From an optimization exercise on the open Yosys and OpenROAD flow, aimed at small area and a short achievable clock period; shortcuts taken in it are not production practice. Function was checked by simulation only, so behaviour that the tests miss may differ from the original. Power and IR drop assume default switching activity.

**flow/config.mk**
```make
export PLATFORM = sky130hd
export DESIGN_NAME = flt_rank_det
export DESIGN_NICKNAME = flt_rank_det
export VERILOG_FILES = /design/flow/design.v
export SDC_FILE = /design/flow/constraint.sdc
export NUM_CORES = 8
export LEC_CHECK = 0
export ABC_AREA = 1
export CAP_MARGIN = 20
export CORE_MARGIN = 2
export CORE_UTILIZATION = 65
export CTS_CLUSTER_DIAMETER = 70
export CTS_CLUSTER_SIZE = 40
export SLEW_MARGIN = 20
```
**flow/constraint.sdc**
```tcl
create_clock -name core_clock -period 15.0 [get_ports {clk}]
set_input_delay 3.0000 -clock core_clock [delete_from_list [all_inputs] [get_ports {clk}]]
set_output_delay 3.0000 -clock core_clock [all_outputs]
set_load 0.01 [all_outputs]
```
**flow/design.v**
```verilog
module flt_rank_det (
    input  wire        clk,
    input  wire        rst,
    input  wire        sync,
    input  wire        cfg_rank_en,
    input  wire [4:0]  cfg_win,
    input  wire [4:0]  cfg_k,
    input  wire        cfg_suppress,
    input  wire [15:0] cfg_settle_base,
    input  wire [4:0]  cfg_pk_log2,
    input  wire [4:0]  cfg_rms_log2,
    input  wire [3:0]  cfg_atk,
    input  wire [3:0]  cfg_dcy,
    input  wire        in_valid,
    input  wire [15:0] in_data,
    output reg         out_valid,
    output reg  [15:0] out_data,
    output reg         out_settling,
    output reg         env_valid,
    output wire [15:0] env,
    output reg         env_ok,
    output reg         pk_valid,
    output wire [15:0] pk,
    output wire        pk_ok,
    output reg         rms_valid,
    output wire [15:0] rms,
    output wire        rms_ok
);
    integer i;
    wire restart = rst | sync;
    wire [3:0] win_i = cfg_win[4] ? 4'd15 :
                       (cfg_win < 5'd3) ? 4'd3 :
                       cfg_win[0] ? cfg_win[3:0] : cfg_win[3:0] - 4'd1;
    wire [4:0] pk_i  = (cfg_pk_log2 < 5'd4) ? 5'd4 :
                       (cfg_pk_log2 > 5'd16) ? 5'd16 : cfg_pk_log2;
    wire [4:0] rms_i = (cfg_rms_log2 < 5'd4) ? 5'd4 :
                       (cfg_rms_log2 > 5'd16) ? 5'd16 : cfg_rms_log2;
    reg        c_rank_en;
    reg [3:0]  win;           
    reg [14:3] inw_r;         
    reg [4:0]  c_k;
    reg [3:0]  km1;           
    reg        c_sup;
    reg [4:0]  pk_n;          
    reg [4:0]  rms_n;         
    reg [3:0]  c_atk;
    reg [3:0]  c_dcy;
    always @(posedge clk) begin
        if (restart) begin
            c_rank_en <= cfg_rank_en;
            win       <= win_i;
            for (i = 3; i < 15; i = i + 1)
                inw_r[i] <= (i < win_i);
            c_k       <= cfg_k;
            c_sup     <= cfg_suppress;
            pk_n      <= pk_i;
            rms_n     <= rms_i;
            c_atk     <= cfg_atk;
            c_dcy     <= cfg_dcy;
        end
    end
    wire [14:0] inw = {inw_r, 3'b111};
    reg [15:0] xa;
    reg        va;
    reg        r1;
    always @(posedge clk) begin
        xa <= in_data;
        va <= in_valid;
        r1 <= restart;
    end
    wire bv_en = va & ~r1;
    reg [15:0] w [0:14];
    reg [14:0] vld;
    reg [3:0]  dr [1:14];     
    reg        bv;
    function cmp16;
        input [15:0] a;
        input [15:0] b;
        input        eq;
        reg   [15:0] au, bu;
        reg          c;
        integer      k;
        begin
            au = ~a; au[15] = a[15];
            bu = b;  bu[15] = ~b[15];
            c  = eq;
            for (k = 0; k < 16; k = k + 1)
                c = (au[k] & bu[k]) | (au[k] & c) | (bu[k] & c);
            cmp16 = c;
        end
    endfunction
    reg [15:0] lv;
    reg [15:0] lv_nx;
    always @* begin
        lv_nx = 16'd0;
        for (i = 1; i < 14; i = i + 2)
            if (inw[i+1] && (i == 13 || !inw[i+2]) && vld[i])
                lv_nx = w[i];
    end
    wire zx = xa[15] | (xa == 16'd0);    
    reg [13:0] cb;    
    reg [13:0] db;    
    always @* begin
        for (i = 0; i < 14; i = i + 1) begin
            cb[i] = vld[i] ? cmp16(xa, w[i], 1'b1) : zx;
            db[i] = vld[i] & cmp16(lv, w[i], 1'b0);
        end
    end
    wire [3:0] dr_x = ((win[2:1] == 2'b01) || (win[2:1] == 2'b11)) ? win : win - 4'd1;
    reg [3:0] dr0;
    always @* begin
        dr0 = dr_x;
        for (i = 1; i < 15; i = i + 1)
            if (inw[i])
                dr0 = dr0 ^ dr[i];
    end
    always @(posedge clk) begin
        bv <= bv_en;
        if (r1) begin
            vld  <= 15'd0;
            lv   <= 16'd0;
            km1  <= (c_k == 5'd0) ? 4'd0 :
                    (c_k > {1'b0, win}) ? win - 4'd1 : c_k[3:0] - 4'd1;
            for (i = 1; i < 15; i = i + 1)
                dr[i] <= i[3:0];
        end else if (bv_en) begin
            vld   <= {vld[13:0], 1'b1};
            lv    <= lv_nx;
            dr[1] <= dr0 + {3'd0, cb[0]} - {3'd0, db[0]};
            for (i = 2; i < 15; i = i + 1)
                dr[i] <= dr[i-1] + {3'd0, cb[i-1]} - {3'd0, db[i-1]};
        end
        if (bv_en) begin
            w[0] <= xa;
            for (i = 1; i < 15; i = i + 1)
                w[i] <= w[i-1];
        end
    end
    reg [15:0] y;
    reg        hit_old;
    always @* begin
        hit_old = 1'b0;
        for (i = 1; i < 15; i = i + 1)
            if (inw[i] && dr[i] == km1)
                hit_old = 1'b1;
        y = (!c_rank_en || !hit_old) ? w[0] : 16'd0;
        for (i = 1; i < 15; i = i + 1)
            if (c_rank_en && inw[i] && vld[i] && dr[i] == km1)
                y = y | w[i];
    end
    wire [14:0] ymag = out_data[15] ? (~out_data[14:0] + {14'd0, (out_data[14:0] != 15'd0)})
                                    : out_data[14:0];
    reg [15:0] scnt;          
    reg [3:0]  wcnt;          
    reg [15:0] pos;           
    reg        cv;
    reg        c_pklast;
    reg        c_rmslast;
    reg [14:0] mag;
    reg        dv;
    reg        d_settling;
    reg        d_pklast;
    reg        d_rmslast;
    wire settling_now = (scnt != 16'd0) || (wcnt != 4'd0);
    reg [15:0] pk_mask, rms_mask;
    always @* begin
        for (i = 0; i < 16; i = i + 1) begin
            pk_mask[i]  = (i < pk_n);
            rms_mask[i] = (i < rms_n);
        end
    end
    always @(posedge clk) begin
        cv        <= bv & ~r1;
        dv         <= cv & ~r1;
        mag        <= ymag;
        d_settling <= out_settling;
        d_pklast   <= c_pklast;
        d_rmslast  <= c_rmslast;
        out_valid <= bv & ~r1 & ~restart & ~(c_sup & settling_now);
        out_data     <= y;
        out_settling <= settling_now;
        c_pklast     <= &(pos | ~pk_mask);
        c_rmslast    <= &(pos | ~rms_mask);
        if (restart)
            scnt <= cfg_settle_base;
        else if (bv && !r1 && wcnt == 4'd0 && scnt != 16'd0)
            scnt <= scnt - 16'd1;
        if (r1) begin
            wcnt <= c_rank_en ? win - 4'd1 : 4'd0;
            pos  <= 16'd0;
        end else if (bv) begin
            if (wcnt != 4'd0)
                wcnt <= wcnt - 4'd1;
            pos <= pos + 16'd1;
        end
    end
    reg  [30:0] e_b;
    wire [30:0] xb      = {mag, 1'b1, 15'd0};
    wire        rising  = {mag, 1'b1} > e_b[30:15];
    wire signed [31:0] env_d = $signed({1'b0, xb}) - $signed({1'b0, e_b});
    wire signed [31:0] st_a = env_d >>> c_atk;
    wire signed [31:0] st_d = env_d >>> c_dcy;
    wire [30:0] e_a     = e_b + st_a[30:0];
    wire [30:0] e_d     = e_b + st_d[30:0];
    wire [30:0] e_next  = rising ? e_a : e_d;
    assign env = {1'b0, e_b[30:16]};
    reg  [14:0] pk_acc;
    reg         pk_bok;
    reg         pk_first;
    assign pk    = {1'b0, pk_acc};
    assign pk_ok = pk_bok;
    reg  [29:0] acc_s, acc_c;
    reg  [15:0] acc_hi;
    reg         rms_bok;
    reg         rms_first;
    reg         sq_ld;
    wire [29:0] acc_sm = rms_first ? 30'd0 : acc_s;
    wire [29:0] acc_cm = rms_first ? 30'd0 : acc_c;
    wire [29:0] tr_s, tr_c;
    wire [1:0]  tr_cy;
    wire [14:0] msq = dv ? mag : 15'd0;      
    wire ts1;
    wire tc2;
    assign ts1 = (msq[0] & msq[13]) ^ (msq[1] & msq[12]);
    assign tc2 = (msq[0] & msq[13]) & (msq[1] & msq[12]);
    wire ts3;
    wire tc4;
    assign ts3 = (msq[0] & msq[14]) ^ (msq[1] & msq[13]);
    assign tc4 = (msq[0] & msq[14]) & (msq[1] & msq[13]);
    wire ts5;
    wire tc6;
    assign ts5 = (msq[1] & msq[14]) ^ (msq[2] & msq[13]) ^ (msq[3] & msq[12]);
    assign tc6 = ((msq[1] & msq[14]) & (msq[2] & msq[13])) | ((msq[1] & msq[14]) & (msq[3] & msq[12])) | ((msq[2] & msq[13]) & (msq[3] & msq[12]));
    wire ts7;
    wire tc8;
    assign ts7 = (msq[0] & msq[7]) ^ (msq[1] & msq[6]);
    assign tc8 = (msq[0] & msq[7]) & (msq[1] & msq[6]);
    wire ts9;
    wire tc10;
    assign ts9 = (msq[0] & msq[8]) ^ (msq[1] & msq[7]);
    assign tc10 = (msq[0] & msq[8]) & (msq[1] & msq[7]);
    wire ts11;
    wire tc12;
    assign ts11 = (msq[0] & msq[9]) ^ (msq[1] & msq[8]) ^ (msq[2] & msq[7]);
    assign tc12 = ((msq[0] & msq[9]) & (msq[1] & msq[8])) | ((msq[0] & msq[9]) & (msq[2] & msq[7])) | ((msq[1] & msq[8]) & (msq[2] & msq[7]));
    wire ts13;
    wire tc14;
    assign ts13 = (msq[3] & msq[6]) ^ (msq[4] & msq[5]);
    assign tc14 = (msq[3] & msq[6]) & (msq[4] & msq[5]);
    wire ts15;
    wire tc16;
    assign ts15 = (msq[0] & msq[10]) ^ (msq[1] & msq[9]) ^ (msq[2] & msq[8]);
    assign tc16 = ((msq[0] & msq[10]) & (msq[1] & msq[9])) | ((msq[0] & msq[10]) & (msq[2] & msq[8])) | ((msq[1] & msq[9]) & (msq[2] & msq[8]));
    wire ts17;
    wire tc18;
    assign ts17 = (msq[3] & msq[7]) ^ (msq[4] & msq[6]);
    assign tc18 = (msq[3] & msq[7]) & (msq[4] & msq[6]);
    wire ts19;
    wire tc20;
    assign ts19 = (msq[0] & msq[11]) ^ (msq[1] & msq[10]) ^ (msq[2] & msq[9]);
    assign tc20 = ((msq[0] & msq[11]) & (msq[1] & msq[10])) | ((msq[0] & msq[11]) & (msq[2] & msq[9])) | ((msq[1] & msq[10]) & (msq[2] & msq[9]));
    wire ts21;
    wire tc22;
    assign ts21 = (msq[3] & msq[8]) ^ (msq[4] & msq[7]) ^ (msq[5] & msq[6]);
    assign tc22 = ((msq[3] & msq[8]) & (msq[4] & msq[7])) | ((msq[3] & msq[8]) & (msq[5] & msq[6])) | ((msq[4] & msq[7]) & (msq[5] & msq[6]));
    wire ts23;
    wire tc24;
    assign ts23 = msq[6] ^ acc_sm[12];
    assign tc24 = msq[6] & acc_sm[12];
    wire ts25;
    wire tc26;
    assign ts25 = (msq[0] & msq[12]) ^ (msq[1] & msq[11]) ^ (msq[2] & msq[10]);
    assign tc26 = ((msq[0] & msq[12]) & (msq[1] & msq[11])) | ((msq[0] & msq[12]) & (msq[2] & msq[10])) | ((msq[1] & msq[11]) & (msq[2] & msq[10]));
    wire ts27;
    wire tc28;
    assign ts27 = (msq[3] & msq[9]) ^ (msq[4] & msq[8]) ^ (msq[5] & msq[7]);
    assign tc28 = ((msq[3] & msq[9]) & (msq[4] & msq[8])) | ((msq[3] & msq[9]) & (msq[5] & msq[7])) | ((msq[4] & msq[8]) & (msq[5] & msq[7]));
    wire ts29;
    wire tc30;
    assign ts29 = acc_sm[13] ^ acc_cm[13];
    assign tc30 = acc_sm[13] & acc_cm[13];
    wire ts31;
    wire tc32;
    assign ts31 = ts1 ^ (msq[2] & msq[11]) ^ (msq[3] & msq[10]);
    assign tc32 = (ts1 & (msq[2] & msq[11])) | (ts1 & (msq[3] & msq[10])) | ((msq[2] & msq[11]) & (msq[3] & msq[10]));
    wire ts33;
    wire tc34;
    assign ts33 = (msq[4] & msq[9]) ^ (msq[5] & msq[8]) ^ (msq[6] & msq[7]);
    assign tc34 = ((msq[4] & msq[9]) & (msq[5] & msq[8])) | ((msq[4] & msq[9]) & (msq[6] & msq[7])) | ((msq[5] & msq[8]) & (msq[6] & msq[7]));
    wire ts35;
    wire tc36;
    assign ts35 = msq[7] ^ acc_sm[14] ^ acc_cm[14];
    assign tc36 = (msq[7] & acc_sm[14]) | (msq[7] & acc_cm[14]) | (acc_sm[14] & acc_cm[14]);
    wire ts37;
    wire tc38;
    assign ts37 = tc2 ^ ts3 ^ (msq[2] & msq[12]);
    assign tc38 = (tc2 & ts3) | (tc2 & (msq[2] & msq[12])) | (ts3 & (msq[2] & msq[12]));
    wire ts39;
    wire tc40;
    assign ts39 = (msq[3] & msq[11]) ^ (msq[4] & msq[10]) ^ (msq[5] & msq[9]);
    assign tc40 = ((msq[3] & msq[11]) & (msq[4] & msq[10])) | ((msq[3] & msq[11]) & (msq[5] & msq[9])) | ((msq[4] & msq[10]) & (msq[5] & msq[9]));
    wire ts41;
    wire tc42;
    assign ts41 = (msq[6] & msq[8]) ^ acc_sm[15] ^ acc_cm[15];
    assign tc42 = ((msq[6] & msq[8]) & acc_sm[15]) | ((msq[6] & msq[8]) & acc_cm[15]) | (acc_sm[15] & acc_cm[15]);
    wire ts43;
    wire tc44;
    assign ts43 = tc4 ^ ts5 ^ (msq[4] & msq[11]);
    assign tc44 = (tc4 & ts5) | (tc4 & (msq[4] & msq[11])) | (ts5 & (msq[4] & msq[11]));
    wire ts45;
    wire tc46;
    assign ts45 = (msq[5] & msq[10]) ^ (msq[6] & msq[9]) ^ (msq[7] & msq[8]);
    assign tc46 = ((msq[5] & msq[10]) & (msq[6] & msq[9])) | ((msq[5] & msq[10]) & (msq[7] & msq[8])) | ((msq[6] & msq[9]) & (msq[7] & msq[8]));
    wire ts47;
    wire tc48;
    assign ts47 = msq[8] ^ acc_sm[16] ^ acc_cm[16];
    assign tc48 = (msq[8] & acc_sm[16]) | (msq[8] & acc_cm[16]) | (acc_sm[16] & acc_cm[16]);
    wire ts49;
    wire tc50;
    assign ts49 = tc6 ^ (msq[2] & msq[14]) ^ (msq[3] & msq[13]);
    assign tc50 = (tc6 & (msq[2] & msq[14])) | (tc6 & (msq[3] & msq[13])) | ((msq[2] & msq[14]) & (msq[3] & msq[13]));
    wire ts51;
    wire tc52;
    assign ts51 = (msq[4] & msq[12]) ^ (msq[5] & msq[11]) ^ (msq[6] & msq[10]);
    assign tc52 = ((msq[4] & msq[12]) & (msq[5] & msq[11])) | ((msq[4] & msq[12]) & (msq[6] & msq[10])) | ((msq[5] & msq[11]) & (msq[6] & msq[10]));
    wire ts53;
    wire tc54;
    assign ts53 = (msq[7] & msq[9]) ^ acc_sm[17] ^ acc_cm[17];
    assign tc54 = ((msq[7] & msq[9]) & acc_sm[17]) | ((msq[7] & msq[9]) & acc_cm[17]) | (acc_sm[17] & acc_cm[17]);
    wire ts55;
    wire tc56;
    assign ts55 = (msq[3] & msq[14]) ^ (msq[4] & msq[13]) ^ (msq[5] & msq[12]);
    assign tc56 = ((msq[3] & msq[14]) & (msq[4] & msq[13])) | ((msq[3] & msq[14]) & (msq[5] & msq[12])) | ((msq[4] & msq[13]) & (msq[5] & msq[12]));
    wire ts57;
    wire tc58;
    assign ts57 = (msq[6] & msq[11]) ^ (msq[7] & msq[10]) ^ (msq[8] & msq[9]);
    assign tc58 = ((msq[6] & msq[11]) & (msq[7] & msq[10])) | ((msq[6] & msq[11]) & (msq[8] & msq[9])) | ((msq[7] & msq[10]) & (msq[8] & msq[9]));
    wire ts59;
    wire tc60;
    assign ts59 = msq[9] ^ acc_sm[18] ^ acc_cm[18];
    assign tc60 = (msq[9] & acc_sm[18]) | (msq[9] & acc_cm[18]) | (acc_sm[18] & acc_cm[18]);
    wire ts61;
    wire tc62;
    assign ts61 = (msq[4] & msq[14]) ^ (msq[5] & msq[13]) ^ (msq[6] & msq[12]);
    assign tc62 = ((msq[4] & msq[14]) & (msq[5] & msq[13])) | ((msq[4] & msq[14]) & (msq[6] & msq[12])) | ((msq[5] & msq[13]) & (msq[6] & msq[12]));
    wire ts63;
    wire tc64;
    assign ts63 = (msq[7] & msq[11]) ^ (msq[8] & msq[10]) ^ acc_sm[19];
    assign tc64 = ((msq[7] & msq[11]) & (msq[8] & msq[10])) | ((msq[7] & msq[11]) & acc_sm[19]) | ((msq[8] & msq[10]) & acc_sm[19]);
    wire ts65;
    wire tc66;
    assign ts65 = (msq[5] & msq[14]) ^ (msq[6] & msq[13]) ^ (msq[7] & msq[12]);
    assign tc66 = ((msq[5] & msq[14]) & (msq[6] & msq[13])) | ((msq[5] & msq[14]) & (msq[7] & msq[12])) | ((msq[6] & msq[13]) & (msq[7] & msq[12]));
    wire ts67;
    wire tc68;
    assign ts67 = (msq[8] & msq[11]) ^ (msq[9] & msq[10]) ^ msq[10];
    assign tc68 = ((msq[8] & msq[11]) & (msq[9] & msq[10])) | ((msq[8] & msq[11]) & msq[10]) | ((msq[9] & msq[10]) & msq[10]);
    wire ts69;
    wire tc70;
    assign ts69 = (msq[6] & msq[14]) ^ (msq[7] & msq[13]) ^ (msq[8] & msq[12]);
    assign tc70 = ((msq[6] & msq[14]) & (msq[7] & msq[13])) | ((msq[6] & msq[14]) & (msq[8] & msq[12])) | ((msq[7] & msq[13]) & (msq[8] & msq[12]));
    wire ts71;
    wire tc72;
    assign ts71 = (msq[7] & msq[14]) ^ (msq[8] & msq[13]) ^ (msq[9] & msq[12]);
    assign tc72 = ((msq[7] & msq[14]) & (msq[8] & msq[13])) | ((msq[7] & msq[14]) & (msq[9] & msq[12])) | ((msq[8] & msq[13]) & (msq[9] & msq[12]));
    wire ts73;
    wire tc74;
    assign ts73 = (msq[0] & msq[3]) ^ (msq[1] & msq[2]);
    assign tc74 = (msq[0] & msq[3]) & (msq[1] & msq[2]);
    wire ts75;
    wire tc76;
    assign ts75 = (msq[0] & msq[4]) ^ (msq[1] & msq[3]);
    assign tc76 = (msq[0] & msq[4]) & (msq[1] & msq[3]);
    wire ts77;
    wire tc78;
    assign ts77 = (msq[0] & msq[5]) ^ (msq[1] & msq[4]) ^ (msq[2] & msq[3]);
    assign tc78 = ((msq[0] & msq[5]) & (msq[1] & msq[4])) | ((msq[0] & msq[5]) & (msq[2] & msq[3])) | ((msq[1] & msq[4]) & (msq[2] & msq[3]));
    wire ts79;
    wire tc80;
    assign ts79 = msq[3] ^ acc_sm[6];
    assign tc80 = msq[3] & acc_sm[6];
    wire ts81;
    wire tc82;
    assign ts81 = (msq[0] & msq[6]) ^ (msq[1] & msq[5]) ^ (msq[2] & msq[4]);
    assign tc82 = ((msq[0] & msq[6]) & (msq[1] & msq[5])) | ((msq[0] & msq[6]) & (msq[2] & msq[4])) | ((msq[1] & msq[5]) & (msq[2] & msq[4]));
    wire ts83;
    wire tc84;
    assign ts83 = acc_sm[7] ^ acc_cm[7];
    assign tc84 = acc_sm[7] & acc_cm[7];
    wire ts85;
    wire tc86;
    assign ts85 = ts7 ^ (msq[2] & msq[5]) ^ (msq[3] & msq[4]);
    assign tc86 = (ts7 & (msq[2] & msq[5])) | (ts7 & (msq[3] & msq[4])) | ((msq[2] & msq[5]) & (msq[3] & msq[4]));
    wire ts87;
    wire tc88;
    assign ts87 = msq[4] ^ acc_sm[8] ^ acc_cm[8];
    assign tc88 = (msq[4] & acc_sm[8]) | (msq[4] & acc_cm[8]) | (acc_sm[8] & acc_cm[8]);
    wire ts89;
    wire tc90;
    assign ts89 = tc8 ^ ts9 ^ (msq[2] & msq[6]);
    assign tc90 = (tc8 & ts9) | (tc8 & (msq[2] & msq[6])) | (ts9 & (msq[2] & msq[6]));
    wire ts91;
    wire tc92;
    assign ts91 = (msq[3] & msq[5]) ^ acc_sm[9] ^ acc_cm[9];
    assign tc92 = ((msq[3] & msq[5]) & acc_sm[9]) | ((msq[3] & msq[5]) & acc_cm[9]) | (acc_sm[9] & acc_cm[9]);
    wire ts93;
    wire tc94;
    assign ts93 = tc10 ^ ts11 ^ ts13;
    assign tc94 = (tc10 & ts11) | (tc10 & ts13) | (ts11 & ts13);
    wire ts95;
    wire tc96;
    assign ts95 = msq[5] ^ acc_sm[10] ^ acc_cm[10];
    assign tc96 = (msq[5] & acc_sm[10]) | (msq[5] & acc_cm[10]) | (acc_sm[10] & acc_cm[10]);
    wire ts97;
    wire tc98;
    assign ts97 = tc12 ^ tc14 ^ ts15;
    assign tc98 = (tc12 & tc14) | (tc12 & ts15) | (tc14 & ts15);
    wire ts99;
    wire tc100;
    assign ts99 = ts17 ^ acc_sm[11] ^ acc_cm[11];
    assign tc100 = (ts17 & acc_sm[11]) | (ts17 & acc_cm[11]) | (acc_sm[11] & acc_cm[11]);
    wire ts101;
    wire tc102;
    assign ts101 = tc16 ^ tc18 ^ ts19;
    assign tc102 = (tc16 & tc18) | (tc16 & ts19) | (tc18 & ts19);
    wire ts103;
    wire tc104;
    assign ts103 = ts21 ^ ts23 ^ acc_cm[12];
    assign tc104 = (ts21 & ts23) | (ts21 & acc_cm[12]) | (ts23 & acc_cm[12]);
    wire ts105;
    wire tc106;
    assign ts105 = tc20 ^ tc22 ^ tc24;
    assign tc106 = (tc20 & tc22) | (tc20 & tc24) | (tc22 & tc24);
    wire ts107;
    wire tc108;
    assign ts107 = ts25 ^ ts27 ^ ts29;
    assign tc108 = (ts25 & ts27) | (ts25 & ts29) | (ts27 & ts29);
    wire ts109;
    wire tc110;
    assign ts109 = tc26 ^ tc28 ^ tc30;
    assign tc110 = (tc26 & tc28) | (tc26 & tc30) | (tc28 & tc30);
    wire ts111;
    wire tc112;
    assign ts111 = ts31 ^ ts33 ^ ts35;
    assign tc112 = (ts31 & ts33) | (ts31 & ts35) | (ts33 & ts35);
    wire ts113;
    wire tc114;
    assign ts113 = tc32 ^ tc34 ^ tc36;
    assign tc114 = (tc32 & tc34) | (tc32 & tc36) | (tc34 & tc36);
    wire ts115;
    wire tc116;
    assign ts115 = ts37 ^ ts39 ^ ts41;
    assign tc116 = (ts37 & ts39) | (ts37 & ts41) | (ts39 & ts41);
    wire ts117;
    wire tc118;
    assign ts117 = tc38 ^ tc40 ^ tc42;
    assign tc118 = (tc38 & tc40) | (tc38 & tc42) | (tc40 & tc42);
    wire ts119;
    wire tc120;
    assign ts119 = ts43 ^ ts45 ^ ts47;
    assign tc120 = (ts43 & ts45) | (ts43 & ts47) | (ts45 & ts47);
    wire ts121;
    wire tc122;
    assign ts121 = tc44 ^ tc46 ^ tc48;
    assign tc122 = (tc44 & tc46) | (tc44 & tc48) | (tc46 & tc48);
    wire ts123;
    wire tc124;
    assign ts123 = ts49 ^ ts51 ^ ts53;
    assign tc124 = (ts49 & ts51) | (ts49 & ts53) | (ts51 & ts53);
    wire ts125;
    wire tc126;
    assign ts125 = tc50 ^ tc52 ^ tc54;
    assign tc126 = (tc50 & tc52) | (tc50 & tc54) | (tc52 & tc54);
    wire ts127;
    wire tc128;
    assign ts127 = ts55 ^ ts57 ^ ts59;
    assign tc128 = (ts55 & ts57) | (ts55 & ts59) | (ts57 & ts59);
    wire ts129;
    wire tc130;
    assign ts129 = tc56 ^ tc58 ^ tc60;
    assign tc130 = (tc56 & tc58) | (tc56 & tc60) | (tc58 & tc60);
    wire ts131;
    wire tc132;
    assign ts131 = ts61 ^ ts63 ^ acc_cm[19];
    assign tc132 = (ts61 & ts63) | (ts61 & acc_cm[19]) | (ts63 & acc_cm[19]);
    wire ts133;
    wire tc134;
    assign ts133 = tc62 ^ tc64 ^ ts65;
    assign tc134 = (tc62 & tc64) | (tc62 & ts65) | (tc64 & ts65);
    wire ts135;
    wire tc136;
    assign ts135 = ts67 ^ acc_sm[20] ^ acc_cm[20];
    assign tc136 = (ts67 & acc_sm[20]) | (ts67 & acc_cm[20]) | (acc_sm[20] & acc_cm[20]);
    wire ts137;
    wire tc138;
    assign ts137 = tc66 ^ tc68 ^ ts69;
    assign tc138 = (tc66 & tc68) | (tc66 & ts69) | (tc68 & ts69);
    wire ts139;
    wire tc140;
    assign ts139 = (msq[9] & msq[11]) ^ acc_sm[21] ^ acc_cm[21];
    assign tc140 = ((msq[9] & msq[11]) & acc_sm[21]) | ((msq[9] & msq[11]) & acc_cm[21]) | (acc_sm[21] & acc_cm[21]);
    wire ts141;
    wire tc142;
    assign ts141 = tc70 ^ ts71 ^ (msq[10] & msq[11]);
    assign tc142 = (tc70 & ts71) | (tc70 & (msq[10] & msq[11])) | (ts71 & (msq[10] & msq[11]));
    wire ts143;
    wire tc144;
    assign ts143 = msq[11] ^ acc_sm[22] ^ acc_cm[22];
    assign tc144 = (msq[11] & acc_sm[22]) | (msq[11] & acc_cm[22]) | (acc_sm[22] & acc_cm[22]);
    wire ts145;
    wire tc146;
    assign ts145 = tc72 ^ (msq[8] & msq[14]) ^ (msq[9] & msq[13]);
    assign tc146 = (tc72 & (msq[8] & msq[14])) | (tc72 & (msq[9] & msq[13])) | ((msq[8] & msq[14]) & (msq[9] & msq[13]));
    wire ts147;
    wire tc148;
    assign ts147 = (msq[10] & msq[12]) ^ acc_sm[23] ^ acc_cm[23];
    assign tc148 = ((msq[10] & msq[12]) & acc_sm[23]) | ((msq[10] & msq[12]) & acc_cm[23]) | (acc_sm[23] & acc_cm[23]);
    wire ts149;
    wire tc150;
    assign ts149 = (msq[9] & msq[14]) ^ (msq[10] & msq[13]) ^ (msq[11] & msq[12]);
    assign tc150 = ((msq[9] & msq[14]) & (msq[10] & msq[13])) | ((msq[9] & msq[14]) & (msq[11] & msq[12])) | ((msq[10] & msq[13]) & (msq[11] & msq[12]));
    wire ts151;
    wire tc152;
    assign ts151 = msq[12] ^ acc_sm[24] ^ acc_cm[24];
    assign tc152 = (msq[12] & acc_sm[24]) | (msq[12] & acc_cm[24]) | (acc_sm[24] & acc_cm[24]);
    wire ts153;
    wire tc154;
    assign ts153 = (msq[10] & msq[14]) ^ (msq[11] & msq[13]) ^ acc_sm[25];
    assign tc154 = ((msq[10] & msq[14]) & (msq[11] & msq[13])) | ((msq[10] & msq[14]) & acc_sm[25]) | ((msq[11] & msq[13]) & acc_sm[25]);
    wire ts155;
    wire tc156;
    assign ts155 = (msq[11] & msq[14]) ^ (msq[12] & msq[13]) ^ msq[13];
    assign tc156 = ((msq[11] & msq[14]) & (msq[12] & msq[13])) | ((msq[11] & msq[14]) & msq[13]) | ((msq[12] & msq[13]) & msq[13]);
    wire ts157;
    wire tc158;
    assign ts157 = (msq[0] & msq[1]) ^ msq[1];
    assign tc158 = (msq[0] & msq[1]) & msq[1];
    wire ts159;
    wire tc160;
    assign ts159 = (msq[0] & msq[2]) ^ acc_sm[3];
    assign tc160 = (msq[0] & msq[2]) & acc_sm[3];
    wire ts161;
    wire tc162;
    assign ts161 = ts73 ^ msq[2] ^ acc_sm[4];
    assign tc162 = (ts73 & msq[2]) | (ts73 & acc_sm[4]) | (msq[2] & acc_sm[4]);
    wire ts163;
    wire tc164;
    assign ts163 = tc74 ^ ts75 ^ acc_sm[5];
    assign tc164 = (tc74 & ts75) | (tc74 & acc_sm[5]) | (ts75 & acc_sm[5]);
    wire ts165;
    wire tc166;
    assign ts165 = tc76 ^ ts77 ^ ts79;
    assign tc166 = (tc76 & ts77) | (tc76 & ts79) | (ts77 & ts79);
    wire ts167;
    wire tc168;
    assign ts167 = tc78 ^ tc80 ^ ts81;
    assign tc168 = (tc78 & tc80) | (tc78 & ts81) | (tc80 & ts81);
    wire ts169;
    wire tc170;
    assign ts169 = tc82 ^ tc84 ^ ts85;
    assign tc170 = (tc82 & tc84) | (tc82 & ts85) | (tc84 & ts85);
    wire ts171;
    wire tc172;
    assign ts171 = tc86 ^ tc88 ^ ts89;
    assign tc172 = (tc86 & tc88) | (tc86 & ts89) | (tc88 & ts89);
    wire ts173;
    wire tc174;
    assign ts173 = tc90 ^ tc92 ^ ts93;
    assign tc174 = (tc90 & tc92) | (tc90 & ts93) | (tc92 & ts93);
    wire ts175;
    wire tc176;
    assign ts175 = tc94 ^ tc96 ^ ts97;
    assign tc176 = (tc94 & tc96) | (tc94 & ts97) | (tc96 & ts97);
    wire ts177;
    wire tc178;
    assign ts177 = tc98 ^ tc100 ^ ts101;
    assign tc178 = (tc98 & tc100) | (tc98 & ts101) | (tc100 & ts101);
    wire ts179;
    wire tc180;
    assign ts179 = tc102 ^ tc104 ^ ts105;
    assign tc180 = (tc102 & tc104) | (tc102 & ts105) | (tc104 & ts105);
    wire ts181;
    wire tc182;
    assign ts181 = tc106 ^ tc108 ^ ts109;
    assign tc182 = (tc106 & tc108) | (tc106 & ts109) | (tc108 & ts109);
    wire ts183;
    wire tc184;
    assign ts183 = tc110 ^ tc112 ^ ts113;
    assign tc184 = (tc110 & tc112) | (tc110 & ts113) | (tc112 & ts113);
    wire ts185;
    wire tc186;
    assign ts185 = tc114 ^ tc116 ^ ts117;
    assign tc186 = (tc114 & tc116) | (tc114 & ts117) | (tc116 & ts117);
    wire ts187;
    wire tc188;
    assign ts187 = tc118 ^ tc120 ^ ts121;
    assign tc188 = (tc118 & tc120) | (tc118 & ts121) | (tc120 & ts121);
    wire ts189;
    wire tc190;
    assign ts189 = tc122 ^ tc124 ^ ts125;
    assign tc190 = (tc122 & tc124) | (tc122 & ts125) | (tc124 & ts125);
    wire ts191;
    wire tc192;
    assign ts191 = tc126 ^ tc128 ^ ts129;
    assign tc192 = (tc126 & tc128) | (tc126 & ts129) | (tc128 & ts129);
    wire ts193;
    wire tc194;
    assign ts193 = tc130 ^ tc132 ^ ts133;
    assign tc194 = (tc130 & tc132) | (tc130 & ts133) | (tc132 & ts133);
    wire ts195;
    wire tc196;
    assign ts195 = tc134 ^ tc136 ^ ts137;
    assign tc196 = (tc134 & tc136) | (tc134 & ts137) | (tc136 & ts137);
    wire ts197;
    wire tc198;
    assign ts197 = tc138 ^ tc140 ^ ts141;
    assign tc198 = (tc138 & tc140) | (tc138 & ts141) | (tc140 & ts141);
    wire ts199;
    wire tc200;
    assign ts199 = tc142 ^ tc144 ^ ts145;
    assign tc200 = (tc142 & tc144) | (tc142 & ts145) | (tc144 & ts145);
    wire ts201;
    wire tc202;
    assign ts201 = tc146 ^ tc148 ^ ts149;
    assign tc202 = (tc146 & tc148) | (tc146 & ts149) | (tc148 & ts149);
    wire ts203;
    wire tc204;
    assign ts203 = tc150 ^ tc152 ^ ts153;
    assign tc204 = (tc150 & tc152) | (tc150 & ts153) | (tc152 & ts153);
    wire ts205;
    wire tc206;
    assign ts205 = tc154 ^ ts155 ^ acc_sm[26];
    assign tc206 = (tc154 & ts155) | (tc154 & acc_sm[26]) | (ts155 & acc_sm[26]);
    wire ts207;
    wire tc208;
    assign ts207 = tc156 ^ (msq[12] & msq[14]) ^ acc_sm[27];
    assign tc208 = (tc156 & (msq[12] & msq[14])) | (tc156 & acc_sm[27]) | ((msq[12] & msq[14]) & acc_sm[27]);
    wire ts209;
    wire tc210;
    assign ts209 = (msq[13] & msq[14]) ^ msq[14] ^ acc_sm[28];
    assign tc210 = ((msq[13] & msq[14]) & msq[14]) | ((msq[13] & msq[14]) & acc_sm[28]) | (msq[14] & acc_sm[28]);
    wire ts211;
    wire tc212;
    assign ts211 = msq[0] ^ acc_sm[0];
    assign tc212 = msq[0] & acc_sm[0];
    wire ts213;
    wire tc214;
    assign ts213 = acc_sm[1] ^ acc_cm[1];
    assign tc214 = acc_sm[1] & acc_cm[1];
    wire ts215;
    wire tc216;
    assign ts215 = ts157 ^ acc_sm[2] ^ acc_cm[2];
    assign tc216 = (ts157 & acc_sm[2]) | (ts157 & acc_cm[2]) | (acc_sm[2] & acc_cm[2]);
    wire ts217;
    wire tc218;
    assign ts217 = tc158 ^ ts159 ^ acc_cm[3];
    assign tc218 = (tc158 & ts159) | (tc158 & acc_cm[3]) | (ts159 & acc_cm[3]);
    wire ts219;
    wire tc220;
    assign ts219 = tc160 ^ ts161 ^ acc_cm[4];
    assign tc220 = (tc160 & ts161) | (tc160 & acc_cm[4]) | (ts161 & acc_cm[4]);
    wire ts221;
    wire tc222;
    assign ts221 = tc162 ^ ts163 ^ acc_cm[5];
    assign tc222 = (tc162 & ts163) | (tc162 & acc_cm[5]) | (ts163 & acc_cm[5]);
    wire ts223;
    wire tc224;
    assign ts223 = tc164 ^ ts165 ^ acc_cm[6];
    assign tc224 = (tc164 & ts165) | (tc164 & acc_cm[6]) | (ts165 & acc_cm[6]);
    wire ts225;
    wire tc226;
    assign ts225 = tc166 ^ ts167 ^ ts83;
    assign tc226 = (tc166 & ts167) | (tc166 & ts83) | (ts167 & ts83);
    wire ts227;
    wire tc228;
    assign ts227 = tc168 ^ ts169 ^ ts87;
    assign tc228 = (tc168 & ts169) | (tc168 & ts87) | (ts169 & ts87);
    wire ts229;
    wire tc230;
    assign ts229 = tc170 ^ ts171 ^ ts91;
    assign tc230 = (tc170 & ts171) | (tc170 & ts91) | (ts171 & ts91);
    wire ts231;
    wire tc232;
    assign ts231 = tc172 ^ ts173 ^ ts95;
    assign tc232 = (tc172 & ts173) | (tc172 & ts95) | (ts173 & ts95);
    wire ts233;
    wire tc234;
    assign ts233 = tc174 ^ ts175 ^ ts99;
    assign tc234 = (tc174 & ts175) | (tc174 & ts99) | (ts175 & ts99);
    wire ts235;
    wire tc236;
    assign ts235 = tc176 ^ ts177 ^ ts103;
    assign tc236 = (tc176 & ts177) | (tc176 & ts103) | (ts177 & ts103);
    wire ts237;
    wire tc238;
    assign ts237 = tc178 ^ ts179 ^ ts107;
    assign tc238 = (tc178 & ts179) | (tc178 & ts107) | (ts179 & ts107);
    wire ts239;
    wire tc240;
    assign ts239 = tc180 ^ ts181 ^ ts111;
    assign tc240 = (tc180 & ts181) | (tc180 & ts111) | (ts181 & ts111);
    wire ts241;
    wire tc242;
    assign ts241 = tc182 ^ ts183 ^ ts115;
    assign tc242 = (tc182 & ts183) | (tc182 & ts115) | (ts183 & ts115);
    wire ts243;
    wire tc244;
    assign ts243 = tc184 ^ ts185 ^ ts119;
    assign tc244 = (tc184 & ts185) | (tc184 & ts119) | (ts185 & ts119);
    wire ts245;
    wire tc246;
    assign ts245 = tc186 ^ ts187 ^ ts123;
    assign tc246 = (tc186 & ts187) | (tc186 & ts123) | (ts187 & ts123);
    wire ts247;
    wire tc248;
    assign ts247 = tc188 ^ ts189 ^ ts127;
    assign tc248 = (tc188 & ts189) | (tc188 & ts127) | (ts189 & ts127);
    wire ts249;
    wire tc250;
    assign ts249 = tc190 ^ ts191 ^ ts131;
    assign tc250 = (tc190 & ts191) | (tc190 & ts131) | (ts191 & ts131);
    wire ts251;
    wire tc252;
    assign ts251 = tc192 ^ ts193 ^ ts135;
    assign tc252 = (tc192 & ts193) | (tc192 & ts135) | (ts193 & ts135);
    wire ts253;
    wire tc254;
    assign ts253 = tc194 ^ ts195 ^ ts139;
    assign tc254 = (tc194 & ts195) | (tc194 & ts139) | (ts195 & ts139);
    wire ts255;
    wire tc256;
    assign ts255 = tc196 ^ ts197 ^ ts143;
    assign tc256 = (tc196 & ts197) | (tc196 & ts143) | (ts197 & ts143);
    wire ts257;
    wire tc258;
    assign ts257 = tc198 ^ ts199 ^ ts147;
    assign tc258 = (tc198 & ts199) | (tc198 & ts147) | (ts199 & ts147);
    wire ts259;
    wire tc260;
    assign ts259 = tc200 ^ ts201 ^ ts151;
    assign tc260 = (tc200 & ts201) | (tc200 & ts151) | (ts201 & ts151);
    wire ts261;
    wire tc262;
    assign ts261 = tc202 ^ ts203 ^ acc_cm[25];
    assign tc262 = (tc202 & ts203) | (tc202 & acc_cm[25]) | (ts203 & acc_cm[25]);
    wire ts263;
    wire tc264;
    assign ts263 = tc204 ^ ts205 ^ acc_cm[26];
    assign tc264 = (tc204 & ts205) | (tc204 & acc_cm[26]) | (ts205 & acc_cm[26]);
    wire ts265;
    wire tc266;
    assign ts265 = tc206 ^ ts207 ^ acc_cm[27];
    assign tc266 = (tc206 & ts207) | (tc206 & acc_cm[27]) | (ts207 & acc_cm[27]);
    wire ts267;
    wire tc268;
    assign ts267 = tc208 ^ ts209 ^ acc_cm[28];
    assign tc268 = (tc208 & ts209) | (tc208 & acc_cm[28]) | (ts209 & acc_cm[28]);
    wire ts269;
    wire tc270;
    assign ts269 = tc210 ^ acc_sm[29] ^ acc_cm[29];
    assign tc270 = (tc210 & acc_sm[29]) | (tc210 & acc_cm[29]) | (acc_sm[29] & acc_cm[29]);
    assign tr_s = {tc268, tc266, tc264, tc262, tc260, tc258, tc256, tc254, tc252, tc250, tc248, tc246, tc244, tc242, tc240, tc238, tc236, tc234, tc232, tc230, tc228, tc226, tc224, tc222, tc220, tc218, tc216, tc214, tc212, ts211};
    assign tr_c = {ts269, ts267, ts265, ts263, ts261, ts259, ts257, ts255, ts253, ts251, ts249, ts247, ts245, ts243, ts241, ts239, ts237, ts235, ts233, ts231, ts229, ts227, ts225, ts223, ts221, ts219, ts217, ts215, ts213, acc_cm[0]};
    assign tr_cy = {1'd0, tc270};
    always @(posedge clk) begin
        acc_s     <= tr_s;
        acc_c     <= tr_c;
        acc_hi    <= (rms_first ? 16'd0 : acc_hi) + {14'd0, tr_cy};
        env_valid <= dv & ~r1 & ~restart;
        pk_valid  <= dv & d_pklast & ~r1 & ~restart;
        sq_ld     <= dv & d_rmslast & ~r1;
        if (r1) begin
            e_b       <= 31'h0000_8000;
            pk_first  <= 1'b1;
            rms_first <= 1'b1;
        end else if (dv) begin
            e_b       <= e_next;
            env_ok    <= !d_settling;
            pk_first  <= d_pklast;
            rms_first <= d_rmslast;
            if (pk_first || mag > pk_acc)
                pk_acc <= mag;
            if (pk_first)
                pk_bok <= !d_settling;
            if (rms_first)
                rms_bok <= !d_settling;
        end
    end
    wire [30:0] sum_lo  = {1'b0, acc_s} + {1'b0, acc_c};
    wire [15:0] acc_hi1 = acc_hi + 16'd1;
    wire [45:0] sum_acc = {sum_lo[30] ? acc_hi1 : acc_hi, sum_lo[29:0]};
    reg  [43:0] sq_a;
    reg  [4:0]  sq_jm1;       
    always @* begin
        if (rms_n == 5'd4) begin
            sq_a   = {sum_acc[33:2], 12'd0};
            sq_jm1 = 5'd15;
        end else if (rms_n[0]) begin
            sq_a   = {1'b0, sum_acc[45:3]};
            sq_jm1 = 5'd23 - rms_n[4:1];           
        end else begin
            sq_a   = sum_acc[45:2];
            sq_jm1 = 5'd23 - rms_n[4:1];           
        end
    end
    reg  [43:0] sq_op;
    reg  [15:0] sq_root;
    reg  [15:0] sq_rem;
    reg  [4:0]  sq_cnt;
    reg         sq_ok;
    wire [17:0] sq_rem_t = {sq_rem, sq_op[43:42]};
    wire [17:0] sq_trial = {sq_root, 2'b01};
    wire [18:0] sq_diff  = {1'b0, sq_rem_t} - {1'b0, sq_trial};
    wire        sq_take  = !sq_diff[18];
    wire        sq_take0 = sq_a[43] | sq_a[42];
    assign rms    = sq_root;
    assign rms_ok = sq_ok;
    always @(posedge clk) begin
        rms_valid <= (sq_cnt == 5'd1) & ~r1 & ~restart;
        if (r1) begin
            sq_cnt <= 5'd0;
        end else if (sq_ld) begin
            sq_cnt <= sq_jm1;
            sq_ok  <= rms_bok;
        end else if (sq_cnt != 5'd0) begin
            sq_cnt <= sq_cnt - 5'd1;
        end
        if (sq_ld) begin
            sq_op   <= {sq_a[41:0], 2'b00};
            sq_root <= {15'd0, sq_take0};
            sq_rem  <= {14'd0, sq_a[43:42] - {1'b0, sq_take0}};
        end else begin
            sq_op   <= {sq_op[41:0], 2'b00};
            sq_rem  <= sq_take ? sq_diff[15:0] : sq_rem_t[15:0];
            if (sq_cnt == 5'd1)
                sq_root <= sq_root + {15'd0, sq_take};
            else
                sq_root <= {sq_root[14:0], sq_take};
        end
    end
endmodule
```
**flow/flow/run.sh**
```bash
#!/bin/bash
# Standard synthesis, then the standard ORFS layout steps with:
# - port buffers of a plain buffer cell (buf_2) rather than the default,
set -euo pipefail
bash standard.sh synth > synth.log 2>&1
bash standard.sh SETUP_SLACK_MARGIN=10.3 TNS_END_PERCENT=100 \
    "BUFFER_PORTS_ARGS=-buffer_cell sky130_fd_sc_hd__buf_2" finish > layout.log 2>&1
```
**flow/standard.sh**
```bash
#!/bin/bash
# synth_recipe.tcl (not shown) runs the flow's synth.tcl, then flattens the netlist and writes it again
# the make line also repeats each setting of config.mk as NAME=value (left out here)
make -C /OpenROAD-flow-scripts/flow DESIGN_CONFIG=/design/flow/config.mk WORK_HOME=/design/flow/orfs CLKGATE_MAP_FILE= SYNTH_SCRIPT=/design/flow/synth_recipe.tcl "${@:-finish}"
```
==> results.cfg <==
[clock_network]
clock_latency_ps = 650
cts_max_level = 2
cts_buffers = 46
max-clock-path-buffers = 3
holdBufCountCts = 0
clk_pin_slew_ps = 100
clkSinkCount = 669
clock-root-buffer = clkbuf_16
cts_tree = yes

[global_route]
grt_max_degree = 78
grt_pass1_vias = 40590
grt_pass1_wl_mm = 223.2
grt_antenna_before_repair = 1
gr-usage-all-layers_pct = 38.11
overflow = 0

[layout]
drive_gt1_share_pct = 8.797
layout_common_cells = nand2_1 (1,210), inv_1 (1,130), nor2_1 (473), o22ai_1 (443), dfxtp_1 (321)
nFillCells = 5936
syn_to_final_growth_pct = 8.782
final_cell_count_no_fill = 7192
fin_nets = 6602
layout_commonest_cell = nand2_1

[floorplanning]
design.portCount = 138
start_util_pct = 65.37
die_area_sq_um = 73680
die_width_microns = 271.4
std_cell_rows = 98
core_area_sq_um = 71120
die-height_microns = 271.4

[hold_path]
hold_path.class = reg2reg
worstHoldStart = c_rmslast
whs_path_depth = 0
min_to = d_rmslast

[logic_synthesis]
synth_edf_count = 316
postSynthCellCount = 6172
async_reset_ff_share_pct = 0
ys_seq_elements = 669
synth_cell_type_count = 72
ys_warn_count = 4
yosys.area.top_type = edfxtp_1
syn_area_sq_um = 46490
synth_flop_cell = dfxtp_1
ys_top_cells_by_area = edfxtp_1 (20%), dfxtp_1 (15%), nand2_1 (9.9%), inv_1 (9.2%), o22ai_1 (6.0%)
synth_top_area_share_pct = 20.41
synth_area_per_cell_sq_um = 7.533
ys_seq_area_share_pct = 35.61

[critical_path]
arrival_ps = 1620
r2r_end = e_b[30]
critical_path_class = reg2out
worstPathCellList = buf_2
crit_path_end_kind = primary output
reg2reg_depth = 30
critPathRequiredTime_ps = 12000
crit_path_top_delay_cell = dfxtp_1
r2r_setup_slack_ps = 10420
crit_fanout = 11
critPathBufInv = 1
cpLargestDelayFamily = flip-flops
cp-start-kind = register
cp_slowest_stage_delay_ps = 740
r2r_start = e_b[18]

[placement]
dp_hpwl_mm = 107.2
place_inst = 7058
port_buffers = 135
globalplace.congestion = 1.009

[route]
drtPass1Iterations = 7
viasPerCell = 6.070
drc = 0
postRouteAntennaNets = 0
routed-via-count = 43656
wl_per_cell_microns = 20.19
wl_mm = 145.2
first_iter_violations = 5654

[timing]
hold_viol = 0
fmax_mhz = 216.4
fin_setup_tns_ps = 0
tightest_slew_ps = 1125
slew_viol_final = 0
maxSlewHeadroom_pct = 24.40
finalSetupViolCount = 0
rsz0062_at_grt = true
final.period_utilization_pct = 30.80
final.min_clock_period_ps = 4620
clock-skew-final_ps = 46.34

[pwr]
p_leak_nw = 23.16
power.density_nw_per_um2 = 132.9
ir_drop_mv = 0.1532

[outcome]
status = finished clean

[flow_run]
maxCapViolCount = 0
cell type report:
| class | instances | area [sq um] | area share, % |
|---|---|---|---|
| multi-input combinational | 4096 | 25300 | 50.02 |
| sequential | 669 | 16630 | 32.88 |
| inverter | 1172 | 4448 | 8.795 |
| timing repair buffer | 217 | 1423 | 2.813 |
| clock buffer | 52 | 1236 | 2.444 |
| tap | 950 | 1189 | 2.350 |
| clock inverter | 33 | 329.1 | 0.6507 |
| timing repair inverter | 2 | 22.52 | 0.04453 |
| antenna | 1 | 2.502 | 0.004948 |
sequential cells by signal, indices dropped and copies added (netlist names), 29 cells and up:
signal	count
w	240
dr	56
sq_op	42
e_b	31
acc_s	30
acc_c	29
per-stage QoR:
stage	setup slack, ps	hold slack (ps)	power, mW	cell area, sq um	util [%]
2_1_floorplan	10370	309.6	4.187	46500	-
3_3_place_gp	9601	314.6	4.801	47590	66.91
3_5_place_dp	9515	313.6	4.819	47590	66.91
4_1_cts	10300	333.8	6.279	49410	69.48
5_1_grt	10220	340.3	7.108	50570	71.11
6_report	10380	335.2	6.722	50570	71.11
synthesized netlist by cell type (47+ instances only):
| cell type | number |
|---|---|
| o22ai_1 | 443 |
| a21oi_1 | 302 |
| xor2_1 | 182 |
| nand2_1 | 1230 |
| clkbuf_1 | 154 |
| dfxtp_1 | 353 |
| inv_1 | 1143 |
| xnor2_1 | 92 |
| o21ai_1 | 47 |
| fa_1 | 132 |
| edfxtp_1 | 316 |
| nor3_1 | 67 |
| o21ai_0 | 303 |
| ha_1 | 200 |
| nand3_1 | 233 |
| nand4_1 | 48 |
| nor2_1 | 482 |
layer usage:
layer | up-vias | track usage, % | wire length [microns]
li1 | 20429 | - | -
met1 | 20325 | 52.92 | 58160
met2 | 2509 | 59.02 | 63970
met3 | 391 | 7.873 | 17100
met4 | 2 | 14.03 | 5912
met5 | - | 0 | 78
worst max path at each step:
stage	to	from	depth (start not counted)
2_1_floorplan	w[0][0]	va	4
3_3_place_gp	e_b[22]	mag[2]	33
3_5_place_dp	e_b[22]	mag[2]	31
4_1_cts	e_b[30]	e_b[20]	34
5_1_grt	e_b[29]	e_b[17]	33
6_report	out_data[15]	out_data[15]	1
timing repair:
item / 4_1_cts / 5_1_grt
setup endpoints to repair: 24 / 21
setup buffers: 5 / 35
pin swaps: 5 / 52
resized for setup: 49 / 190
hold endpoints to repair: 0 / 0
cloned: 2 / 6
logic make-up (layout without fill, tap and decap cells):
logic type      count (synthesis)  count (layout)  share of synthesized area [%]
flops                         669             669                          35.61
fa+ha+maj                     332             332                          11.07
xor+xnor                      274             274                          5.162
mux                             1               1                        0.02153
compound gates               1340            1340                          17.28
simple gates                 2145            2147                          19.05
buf+inv                      1410            1476                          11.81
other cells                     1               3                       0.008066
report_power, final:
part	leakage [nW]	switching (mW)	total, mW	internal, mW
clock	0.777	0.750	1.38	0.630
combinational	16.5	1.91	3.07	1.16
sequential	5.86	0.214	2.27	2.06

## re-timing with driven ports
No port has a modelled driver above. Below, the same layout with a new extraction and two added sets of constraints.
Step 1 assumes that a clkbuf_16 drives the clock port and a buf_2 every other input.
Step 2 also shifts input and output timing later by t, the mid clock arrival at the registers, as if the neighbouring blocks saw the same clock.
Slacks: no drivers / after step 1 / after step 2; pairs: no drivers / after step 1.
shift t [ns]: 0.699
slack for setup (ns): 10.380 / 10.309 / 10.115
worst setup path at the end: input to register
latest minus earliest clock arrival (ns): 0.049 / 0.049
slew at the worst register clock pin (ns): 0.10 / 0.10
After both steps this run still meets setup and hold. The setup slack of this run moves by -0.071 ns with the drivers and by -0.265 ns with both steps.
